This is an optimization exercise on Yosys and OpenROAD, whose aim is small area, a short achievable clock period and few clock cycles per item, not a production implementation. Function was checked by simulation only, so behaviour that the tests miss may differ from the original. Power figures rest on the tool's default switching activity, not on a simulated workload.

## config.mk

```make
export PLATFORM = sky130hd
export DESIGN_NAME = rs72_dec
export DESIGN_NICKNAME = rs72_dec
export VERILOG_FILES = /design/flow/design.v
export SDC_FILE = /design/flow/constraint.sdc
export NUM_CORES = 4
export LEC_CHECK = 0
export CAP_MARGIN = 20
export CORE_MARGIN = 2
export CORE_UTILIZATION = 40
export SLEW_MARGIN = 20
```

## constraint.sdc

```tcl
create_clock -name core_clock -period 10.0 [get_ports {clk}]
set_input_delay 2.0000 -clock core_clock [delete_from_list [all_inputs] [get_ports {clk}]]
set_output_delay 2.0000 -clock core_clock [all_outputs]
set_load 0.01 [all_outputs]
```

## design.v

```verilog
module rs72_dec (
  input  wire         clk,
  input  wire         rst,         
  input  wire         in_valid,
  output wire         in_ready,
  input  wire [575:0] in_cw,
  input  wire         in_mode,
  output wire         out_valid,
  output wire [511:0] out_data,
  output wire [2:0]   out_nerr,
  output wire         out_fail
);
  function automatic [7:0] gf_mul(input [7:0] a, input [7:0] b);
    integer k;
    reg [7:0] p, aa;
    begin
      p  = 8'h00;
      aa = a;
      for (k = 0; k < 8; k = k + 1) begin
        if (b[k]) p = p ^ aa;
        aa = {aa[6:0], 1'b0} ^ (aa[7] ? 8'h1d : 8'h00);
      end
      gf_mul = p;
    end
  endfunction
  function automatic [7:0] gf_inv(input [7:0] a);
    begin
      case (a)
      8'h00: gf_inv = 8'h00;
      8'h01: gf_inv = 8'h01;
      8'h02: gf_inv = 8'h8e;
      8'h03: gf_inv = 8'hf4;
      8'h04: gf_inv = 8'h47;
      8'h05: gf_inv = 8'ha7;
      8'h06: gf_inv = 8'h7a;
      8'h07: gf_inv = 8'hba;
      8'h08: gf_inv = 8'had;
      8'h09: gf_inv = 8'h9d;
      8'h0a: gf_inv = 8'hdd;
      8'h0b: gf_inv = 8'h98;
      8'h0c: gf_inv = 8'h3d;
      8'h0d: gf_inv = 8'haa;
      8'h0e: gf_inv = 8'h5d;
      8'h0f: gf_inv = 8'h96;
      8'h10: gf_inv = 8'hd8;
      8'h11: gf_inv = 8'h72;
      8'h12: gf_inv = 8'hc0;
      8'h13: gf_inv = 8'h58;
      8'h14: gf_inv = 8'he0;
      8'h15: gf_inv = 8'h3e;
      8'h16: gf_inv = 8'h4c;
      8'h17: gf_inv = 8'h66;
      8'h18: gf_inv = 8'h90;
      8'h19: gf_inv = 8'hde;
      8'h1a: gf_inv = 8'h55;
      8'h1b: gf_inv = 8'h80;
      8'h1c: gf_inv = 8'ha0;
      8'h1d: gf_inv = 8'h83;
      8'h1e: gf_inv = 8'h4b;
      8'h1f: gf_inv = 8'h2a;
      8'h20: gf_inv = 8'h6c;
      8'h21: gf_inv = 8'hed;
      8'h22: gf_inv = 8'h39;
      8'h23: gf_inv = 8'h51;
      8'h24: gf_inv = 8'h60;
      8'h25: gf_inv = 8'h56;
      8'h26: gf_inv = 8'h2c;
      8'h27: gf_inv = 8'h8a;
      8'h28: gf_inv = 8'h70;
      8'h29: gf_inv = 8'hd0;
      8'h2a: gf_inv = 8'h1f;
      8'h2b: gf_inv = 8'h4a;
      8'h2c: gf_inv = 8'h26;
      8'h2d: gf_inv = 8'h8b;
      8'h2e: gf_inv = 8'h33;
      8'h2f: gf_inv = 8'h6e;
      8'h30: gf_inv = 8'h48;
      8'h31: gf_inv = 8'h89;
      8'h32: gf_inv = 8'h6f;
      8'h33: gf_inv = 8'h2e;
      8'h34: gf_inv = 8'ha4;
      8'h35: gf_inv = 8'hc3;
      8'h36: gf_inv = 8'h40;
      8'h37: gf_inv = 8'h5e;
      8'h38: gf_inv = 8'h50;
      8'h39: gf_inv = 8'h22;
      8'h3a: gf_inv = 8'hcf;
      8'h3b: gf_inv = 8'ha9;
      8'h3c: gf_inv = 8'hab;
      8'h3d: gf_inv = 8'h0c;
      8'h3e: gf_inv = 8'h15;
      8'h3f: gf_inv = 8'he1;
      8'h40: gf_inv = 8'h36;
      8'h41: gf_inv = 8'h5f;
      8'h42: gf_inv = 8'hf8;
      8'h43: gf_inv = 8'hd5;
      8'h44: gf_inv = 8'h92;
      8'h45: gf_inv = 8'h4e;
      8'h46: gf_inv = 8'ha6;
      8'h47: gf_inv = 8'h04;
      8'h48: gf_inv = 8'h30;
      8'h49: gf_inv = 8'h88;
      8'h4a: gf_inv = 8'h2b;
      8'h4b: gf_inv = 8'h1e;
      8'h4c: gf_inv = 8'h16;
      8'h4d: gf_inv = 8'h67;
      8'h4e: gf_inv = 8'h45;
      8'h4f: gf_inv = 8'h93;
      8'h50: gf_inv = 8'h38;
      8'h51: gf_inv = 8'h23;
      8'h52: gf_inv = 8'h68;
      8'h53: gf_inv = 8'h8c;
      8'h54: gf_inv = 8'h81;
      8'h55: gf_inv = 8'h1a;
      8'h56: gf_inv = 8'h25;
      8'h57: gf_inv = 8'h61;
      8'h58: gf_inv = 8'h13;
      8'h59: gf_inv = 8'hc1;
      8'h5a: gf_inv = 8'hcb;
      8'h5b: gf_inv = 8'h63;
      8'h5c: gf_inv = 8'h97;
      8'h5d: gf_inv = 8'h0e;
      8'h5e: gf_inv = 8'h37;
      8'h5f: gf_inv = 8'h41;
      8'h60: gf_inv = 8'h24;
      8'h61: gf_inv = 8'h57;
      8'h62: gf_inv = 8'hca;
      8'h63: gf_inv = 8'h5b;
      8'h64: gf_inv = 8'hb9;
      8'h65: gf_inv = 8'hc4;
      8'h66: gf_inv = 8'h17;
      8'h67: gf_inv = 8'h4d;
      8'h68: gf_inv = 8'h52;
      8'h69: gf_inv = 8'h8d;
      8'h6a: gf_inv = 8'hef;
      8'h6b: gf_inv = 8'hb3;
      8'h6c: gf_inv = 8'h20;
      8'h6d: gf_inv = 8'hec;
      8'h6e: gf_inv = 8'h2f;
      8'h6f: gf_inv = 8'h32;
      8'h70: gf_inv = 8'h28;
      8'h71: gf_inv = 8'hd1;
      8'h72: gf_inv = 8'h11;
      8'h73: gf_inv = 8'hd9;
      8'h74: gf_inv = 8'he9;
      8'h75: gf_inv = 8'hfb;
      8'h76: gf_inv = 8'hda;
      8'h77: gf_inv = 8'h79;
      8'h78: gf_inv = 8'hdb;
      8'h79: gf_inv = 8'h77;
      8'h7a: gf_inv = 8'h06;
      8'h7b: gf_inv = 8'hbb;
      8'h7c: gf_inv = 8'h84;
      8'h7d: gf_inv = 8'hcd;
      8'h7e: gf_inv = 8'hfe;
      8'h7f: gf_inv = 8'hfc;
      8'h80: gf_inv = 8'h1b;
      8'h81: gf_inv = 8'h54;
      8'h82: gf_inv = 8'ha1;
      8'h83: gf_inv = 8'h1d;
      8'h84: gf_inv = 8'h7c;
      8'h85: gf_inv = 8'hcc;
      8'h86: gf_inv = 8'he4;
      8'h87: gf_inv = 8'hb0;
      8'h88: gf_inv = 8'h49;
      8'h89: gf_inv = 8'h31;
      8'h8a: gf_inv = 8'h27;
      8'h8b: gf_inv = 8'h2d;
      8'h8c: gf_inv = 8'h53;
      8'h8d: gf_inv = 8'h69;
      8'h8e: gf_inv = 8'h02;
      8'h8f: gf_inv = 8'hf5;
      8'h90: gf_inv = 8'h18;
      8'h91: gf_inv = 8'hdf;
      8'h92: gf_inv = 8'h44;
      8'h93: gf_inv = 8'h4f;
      8'h94: gf_inv = 8'h9b;
      8'h95: gf_inv = 8'hbc;
      8'h96: gf_inv = 8'h0f;
      8'h97: gf_inv = 8'h5c;
      8'h98: gf_inv = 8'h0b;
      8'h99: gf_inv = 8'hdc;
      8'h9a: gf_inv = 8'hbd;
      8'h9b: gf_inv = 8'h94;
      8'h9c: gf_inv = 8'hac;
      8'h9d: gf_inv = 8'h09;
      8'h9e: gf_inv = 8'hc7;
      8'h9f: gf_inv = 8'ha2;
      8'ha0: gf_inv = 8'h1c;
      8'ha1: gf_inv = 8'h82;
      8'ha2: gf_inv = 8'h9f;
      8'ha3: gf_inv = 8'hc6;
      8'ha4: gf_inv = 8'h34;
      8'ha5: gf_inv = 8'hc2;
      8'ha6: gf_inv = 8'h46;
      8'ha7: gf_inv = 8'h05;
      8'ha8: gf_inv = 8'hce;
      8'ha9: gf_inv = 8'h3b;
      8'haa: gf_inv = 8'h0d;
      8'hab: gf_inv = 8'h3c;
      8'hac: gf_inv = 8'h9c;
      8'had: gf_inv = 8'h08;
      8'hae: gf_inv = 8'hbe;
      8'haf: gf_inv = 8'hb7;
      8'hb0: gf_inv = 8'h87;
      8'hb1: gf_inv = 8'he5;
      8'hb2: gf_inv = 8'hee;
      8'hb3: gf_inv = 8'h6b;
      8'hb4: gf_inv = 8'heb;
      8'hb5: gf_inv = 8'hf2;
      8'hb6: gf_inv = 8'hbf;
      8'hb7: gf_inv = 8'haf;
      8'hb8: gf_inv = 8'hc5;
      8'hb9: gf_inv = 8'h64;
      8'hba: gf_inv = 8'h07;
      8'hbb: gf_inv = 8'h7b;
      8'hbc: gf_inv = 8'h95;
      8'hbd: gf_inv = 8'h9a;
      8'hbe: gf_inv = 8'hae;
      8'hbf: gf_inv = 8'hb6;
      8'hc0: gf_inv = 8'h12;
      8'hc1: gf_inv = 8'h59;
      8'hc2: gf_inv = 8'ha5;
      8'hc3: gf_inv = 8'h35;
      8'hc4: gf_inv = 8'h65;
      8'hc5: gf_inv = 8'hb8;
      8'hc6: gf_inv = 8'ha3;
      8'hc7: gf_inv = 8'h9e;
      8'hc8: gf_inv = 8'hd2;
      8'hc9: gf_inv = 8'hf7;
      8'hca: gf_inv = 8'h62;
      8'hcb: gf_inv = 8'h5a;
      8'hcc: gf_inv = 8'h85;
      8'hcd: gf_inv = 8'h7d;
      8'hce: gf_inv = 8'ha8;
      8'hcf: gf_inv = 8'h3a;
      8'hd0: gf_inv = 8'h29;
      8'hd1: gf_inv = 8'h71;
      8'hd2: gf_inv = 8'hc8;
      8'hd3: gf_inv = 8'hf6;
      8'hd4: gf_inv = 8'hf9;
      8'hd5: gf_inv = 8'h43;
      8'hd6: gf_inv = 8'hd7;
      8'hd7: gf_inv = 8'hd6;
      8'hd8: gf_inv = 8'h10;
      8'hd9: gf_inv = 8'h73;
      8'hda: gf_inv = 8'h76;
      8'hdb: gf_inv = 8'h78;
      8'hdc: gf_inv = 8'h99;
      8'hdd: gf_inv = 8'h0a;
      8'hde: gf_inv = 8'h19;
      8'hdf: gf_inv = 8'h91;
      8'he0: gf_inv = 8'h14;
      8'he1: gf_inv = 8'h3f;
      8'he2: gf_inv = 8'he6;
      8'he3: gf_inv = 8'hf0;
      8'he4: gf_inv = 8'h86;
      8'he5: gf_inv = 8'hb1;
      8'he6: gf_inv = 8'he2;
      8'he7: gf_inv = 8'hf1;
      8'he8: gf_inv = 8'hfa;
      8'he9: gf_inv = 8'h74;
      8'hea: gf_inv = 8'hf3;
      8'heb: gf_inv = 8'hb4;
      8'hec: gf_inv = 8'h6d;
      8'hed: gf_inv = 8'h21;
      8'hee: gf_inv = 8'hb2;
      8'hef: gf_inv = 8'h6a;
      8'hf0: gf_inv = 8'he3;
      8'hf1: gf_inv = 8'he7;
      8'hf2: gf_inv = 8'hb5;
      8'hf3: gf_inv = 8'hea;
      8'hf4: gf_inv = 8'h03;
      8'hf5: gf_inv = 8'h8f;
      8'hf6: gf_inv = 8'hd3;
      8'hf7: gf_inv = 8'hc9;
      8'hf8: gf_inv = 8'h42;
      8'hf9: gf_inv = 8'hd4;
      8'hfa: gf_inv = 8'he8;
      8'hfb: gf_inv = 8'h75;
      8'hfc: gf_inv = 8'h7f;
      8'hfd: gf_inv = 8'hff;
      8'hfe: gf_inv = 8'h7e;
      8'hff: gf_inv = 8'hfd;
      endcase
    end
  endfunction
  function automatic [7:0] alpha_pow(input integer j);
    case (j)
      0: alpha_pow = 8'h01;
      1: alpha_pow = 8'h02;
      2: alpha_pow = 8'h04;
      3: alpha_pow = 8'h08;
      4: alpha_pow = 8'h10;
      5: alpha_pow = 8'h20;
      6: alpha_pow = 8'h40;
      default: alpha_pow = 8'h80;
    endcase
  endfunction
  function automatic [7:0] alpha_neg(input integer j);
    case (j)
      0: alpha_neg = 8'h01;
      1: alpha_neg = 8'h8e;
      2: alpha_neg = 8'h47;
      3: alpha_neg = 8'had;
      default: alpha_neg = 8'hd8;
    endcase
  endfunction
  localparam [2:0] S_IDLE = 3'd0,
                   S_SYN  = 3'd1,
                   S_BM   = 3'd2,
                   S_OMG  = 3'd3,
                   S_CHN  = 3'd4,
                   S_DONE = 3'd5;
  reg  [2:0]   state;
  reg  [6:0]   cnt;           
  reg          mode;
  reg  [575:0] cw;            
  reg  [7:0]   syn [0:7];     
  reg  [7:0]   lam [0:4];     
  reg  [7:0]   bb  [0:4];     
  reg  [7:0]   gam;           
  reg  [3:0]   len;           
  reg  [7:0]   lt  [0:4];     
  reg  [7:0]   ot  [0:3];     
  reg  [2:0]   nfound;        
  integer i, j;
  reg  [7:0]   delta;
  reg  [7:0]   lam_nx [0:4];
  always @(*) begin
    delta = 8'h00;
    for (i = 0; i < 5; i = i + 1)
      if (i <= cnt) delta = delta ^ gf_mul(lam[i], syn[(cnt - i) & 7]);
    for (i = 0; i < 5; i = i + 1)
      lam_nx[i] = gf_mul(gam, lam[i]) ^ ((i > 0) ? gf_mul(delta, bb[(i - 1) & 7]) : 8'h00);
  end
  reg  [7:0]   lam_val, lam_odd, omg_val, err_val;
  always @(*) begin
    lam_val = 8'h00;
    omg_val = 8'h00;
    for (i = 0; i < 5; i = i + 1) lam_val = lam_val ^ lt[i];
    for (i = 0; i < 4; i = i + 1) omg_val = omg_val ^ ot[i];
    lam_odd = lt[1] ^ lt[3];
    err_val = (lam_val == 8'h00) ? gf_mul(omg_val, gf_inv(lam_odd)) : 8'h00;
  end
  wire [3:0] tmax = mode ? 4'd3 : 4'd4;
  always @(posedge clk) begin
    if (rst) begin
      state <= S_IDLE;
      cnt   <= 7'd0;
    end else begin
      case (state)
        S_IDLE: if (in_valid) begin
          cw    <= in_cw;
          mode  <= in_mode;
          cnt   <= 7'd0;
          for (j = 0; j < 8; j = j + 1) syn[j] <= 8'h00;
          state <= S_SYN;
        end
        S_SYN: begin
          for (j = 0; j < 8; j = j + 1)
            syn[j] <= gf_mul(syn[j], alpha_pow(j)) ^ cw[575:568];
          cw <= {cw[567:0], cw[575:568]};
          if (cnt == 7'd71) begin
            cnt   <= 7'd0;
            lam[0] <= 8'h01;
            bb[0]  <= 8'h01;
            for (j = 1; j < 5; j = j + 1) begin
              lam[j] <= 8'h00;
              bb[j]  <= 8'h00;
            end
            gam   <= 8'h01;
            len   <= 4'd0;
            state <= S_BM;
          end else begin
            cnt <= cnt + 7'd1;
          end
        end
        S_BM: begin
          for (j = 0; j < 5; j = j + 1) lam[j] <= lam_nx[j];
          if (delta != 8'h00 && {len, 1'b0} <= {1'b0, cnt[3:0]}) begin
            for (j = 0; j < 5; j = j + 1) bb[j] <= lam[j];
            len <= cnt[3:0] + 4'd1 - len;
            gam <= delta;
          end else begin
            bb[0] <= 8'h00;
            for (j = 1; j < 5; j = j + 1) bb[j] <= bb[j - 1];
          end
          if (cnt == 7'd7) begin
            cnt   <= 7'd0;
            state <= S_OMG;
          end else begin
            cnt <= cnt + 7'd1;
          end
        end
        S_OMG: begin
          ot[0] <= gf_mul(lam[0], syn[0]);
          ot[1] <= gf_mul(lam[0], syn[1]) ^ gf_mul(lam[1], syn[0]);
          ot[2] <= gf_mul(lam[0], syn[2]) ^ gf_mul(lam[1], syn[1]) ^ gf_mul(lam[2], syn[0]);
          ot[3] <= gf_mul(lam[0], syn[3]) ^ gf_mul(lam[1], syn[2]) ^ gf_mul(lam[2], syn[1])
                 ^ gf_mul(lam[3], syn[0]);
          for (j = 0; j < 5; j = j + 1) lt[j] <= lam[j];
          nfound <= 3'd0;
          state  <= S_CHN;
        end
        S_CHN: begin
          for (j = 0; j < 5; j = j + 1) lt[j] <= gf_mul(lt[j], alpha_neg(j));
          for (j = 0; j < 4; j = j + 1) ot[j] <= gf_mul(ot[j], alpha_neg(j));
          cw <= {cw[7:0] ^ err_val, cw[575:8]};
          if (lam_val == 8'h00) nfound <= nfound + 3'd1;
          if (cnt == 7'd71) begin
            cnt   <= 7'd0;
            state <= S_DONE;
          end else begin
            cnt <= cnt + 7'd1;
          end
        end
        S_DONE: state <= S_IDLE;
        default: state <= S_IDLE;
      endcase
    end
  end
  assign in_ready  = (state == S_IDLE);
  assign out_valid = (state == S_DONE);
  assign out_data  = cw[575:64];
  assign out_fail  = (len > tmax) || ({1'b0, nfound} != len);
  assign out_nerr  = out_fail ? 3'd0 : nfound;
endmodule
```

## run.sh

```bash
#!/bin/bash
# synth_recipe.tcl (not shown) runs the flow's synth.tcl, then flattens the netlist and writes it again
# the make line also repeats each setting of config.mk as NAME=value (left out here)
make -C /OpenROAD-flow-scripts/flow DESIGN_CONFIG=/design/flow/config.mk WORK_HOME=/design/flow/orfs CLKGATE_MAP_FILE= SYNTH_SCRIPT=/design/flow/synth_recipe.tcl finish
```

==> run summary <==
## cell usage in the layout (no fill, tap or decap), drive strengths merged, types with 24 or more instances in the layout
cell           count
nor3              41
buf              203
a211oi            29
mux2              33
nand2b            47
and2              29
a22o              24
edfxtp           800
clkdlybuf4s50   1097
clkbuf           137
nor2             368
a222oi            27
xnor3            112
a21oi            200
a22oi            680
mux2i             52
inv               53
xor2             335
nor2b             29
a31oi             35
nand3             53
o21ai            226
nand2           2672
o211ai            57
diode             42
xnor2           1309
clkinv            45
ha                35
## sequential cells by signal (all words and copies together) (netlist names)
signal	cells
lam	40
len	4
nfound	3
cnt	7
state	3
gam	8
lt	40
syn	64
ot	32
bb	32
cw	576
mode	1
## power breakdown
group,switching (mW),internal (mW),total [mW]
Sequential,0.384,4.04,4.42
Combinational,5.76,5.87,11.6
Clock,1.68,1.98,3.66
Total,7.82,11.9,19.7
## logic make-up (layout without fill, tap and decap cells)
family / Yosys count / in the layout / share of synthesized area (%)
AO/OA/AOI/OAI: 1459 / 1459 / 13.9
XOR/XNOR: 1766 / 1766 / 23.6
AND/OR/NAND/NOR: 3330 / 3330 / 18.0
multiplexers: 92 / 92 / 1.43
other: 0 / 42 / 0
buffers and inverters: 1277 / 1541 / 9.36
adder cells (fa/ha/maj): 37 / 37 / 0.638
flip-flops: 810 / 810 / 33.0
## path summary, 6_finish.rpt
kind | slack, ns | endpoint
worst max register to register | 2.41 | lam[3][3]
worst max-delay path | 2.41 | lam[3][3]
worst min-delay path | 0.57 | cnt[4]
worst min register to register | 0.57 | cnt[4]
## cell type report
cell class              instances  area, µm²
flip-flops and latches        810      24200
diodes                         42        105
repair buffers               1300      12600
multi-input cells            6684      42600
clock inverters                53        464
clock buffers                 137       2680
fillers                     17700      96800
inverters                      51        191
well taps                    2385       2980
## through the flow
stage | power [mW] | setup TNS (ns) | area [µm²] | hold slack [ns]
3_3_place_gp | 15.7 | 0 | 82600 | 0.540
3_5_place_dp | 15.9 | 0 | 82600 | 0.554
2_1_floorplan | 13.4 | -6638.16 | 73400 | 0.421
4_1_cts | 19.6 | 0 | 85800 | 0.574
5_1_grt | 20.5 | 0 | 85900 | 0.594
6_report | 19.7 | 0 | 85900 | 0.574
## worst max-delay path, stage by stage, from the launching register on
cell and delay [ns]:
dfxtp_1 0.43, inv_2 0.21, ha_2 0.69, buf_4 0.47
and2_1 0.37, nor2_2 0.12, a311oi_2 0.76, nor2_1 0.12
xnor2_1 0.18, xor3_1 0.27, xnor3_1 0.22, nand2_1 0.09
xnor3_1 0.52, xor2_2 0.69, xnor3_1 0.80, buf_8 0.27
xnor2_1 0.38, nand2_1 0.12, xnor3_1 0.41, xnor2_1 0.16
nor2_1 0.05
## metal layers
layer | vias to the layer above | global-route usage, % | part of all wire [%]
met5 | - | 0.598 | 0.10
met4 | 38 | 26.1 | 7.7
met3 | 1084 | 13.2 | 13
met2 | 5279 | 57.3 | 42
met1 | 34500 | 52.4 | 37
li1 | 29600 | - | -
==> impl_metrics.yaml <==
timing:
  post-route-min-period_ns: 7.59
  setup_ws_ns: 2.41
  timing.fmax_ghz: 0.132
  final_max_slew_viol_count: 0
  finalSetupViolCount: 0
  fin_worst_skew_ns: 0.0506
  relSlewSlack_pct: 18.2
  final_hold_viol_count: 0
  tightest_slew_ns: 1.22
  rsz0062_at_grt: "no"
  period_share_pct: 75.9
synthesis:
  ys.flop_type: "edfxtp_1"
  yosysUniqueCellTypes: 106
  syn-instance-count: 8771
  synthTopCellsByArea: "edfxtp_1 33%, xnor2_1 15%, nand2_1 14%"
  async_reset_ff_share_pct: 0
  synth_common_cells: "2671 x nand2_1, 1297 x xnor2_1, 800 x edfxtp_1, 678 x a22oi_1, 554 x clkbuf_1"
  yosys_warnings: 7
  yosys.cell_count.top_type: "nand2_1"
  synth.top_cell.area_share_pct: 32.7
  synth_top_area_cell: "edfxtp_1"
  synth_edf_count: 800
  ys_seq_area_share_pct: 33.0
  synth_nets: 9387
  synth_seq_cells: 810
  syn-cell-area_mm2: 0.0734
  synth.avg_cell_area_um2: 8.36
floorplanning:
  core_area_mm2: 0.183
  die_h_um: 432
  die_w_um: 432
  start_util_pct: 40.2
  num_io_pins: 1098
  rows: 157
  die_area_mm2: 0.187
global_routing:
  antenna_found_initial: 70
  grt_pass1_wl_mm: 532
  overflow: 0
  grt_start_max_net_pins: 206
  grt_pass1_vias: 63400
  grt_usage_pct: 40.4
cts:
  ctsResizeCount: 0
  clk_pin_slew_ns: 0.06
  cts_root_buffer: "clkbuf_16"
  cts_made_buffers: 101
  clk_latency_ns: 0.78
  clock_path_buffers: 3
  htreeDepth: 3
  ctsHoldBuffers: 0
  tritoncts: "yes"
  cts_setup_buffers: 0
  cts.sinks: 810
power:
  power_density_mw_per_mm2: 229
  leakage_nw: 32.6
  irDropWorstVdd_mv: 0.499
drt:
  wl_per_cell_um: 34.4
  vias: 70500
  drc: 0
  routed_wl_mm: 394
  ant_nets: 0
  dr.pass1.iters: 10
  post_drt_via_cell_ratio: 6.15
  drtIter0Drc: 12400
placement:
  globalplace.congestion: 1.05
  preCtsSetupSlack_ns: 2.44
  dp_cells: 11200
  numPortBuffers: 1097
  hpwl_mm: 290
finish:
  finish.net_count: 9564
  final_util_pct: 47.0
  drive_gt1_share_pct: 5.28
  fin_cells: 11500
  area_growth_pct: 17.1
setup_path:
  end_kind: "flip-flop"
  reg2reg_depth: 20
  criticalPathCategory: "reg -> reg"
  cp.required_ns: 10.50
  start_kind: "flip-flop"
  rr_startpoint: "cnt[0]"
  crit_arrival_ns: 8.09
  startpoint: "cnt[0]"
  cp_max_fo: 34
min_path:
  holdCritPathClass: "reg -> reg"
  hold_depth: 2
  min-delay-start: "cnt[4]"
flow_run:
  cap_viol_max_count: 0
outcome:
  outcome: "no timing/DRC/antenna violations"
Testbench counts, summed over its fixed seeds: cycles 496,000, items 3,200.

[separate check: timing with driven ports]
In the flow no input, the clock included, has a driving cell. The finished layout below was timed again as built, in two steps. Step 1, drivers: a clkbuf_16 drives clk and a buf_2 each remaining input, both assumed. Step 2 times the ports against the registers' clock, not the clock port: input delays grow and output delays shrink by t, the midpoint of the rising clock arrivals with the driver on. Three values: ideal ports, drivers, drivers and shift; two values: the first two.
t, ns: 0.851
slack for setup (ns): 2.408 / 2.408 / 2.408
worst hold slack (ns): 0.574 / 0.574 / 0.574
latest minus earliest clock arrival (ns): 0.055 / 0.055
After both steps setup and hold are still met in this run. The setup slack of this run moves by 0.000 ns with the drivers and by 0.000 ns with both steps.
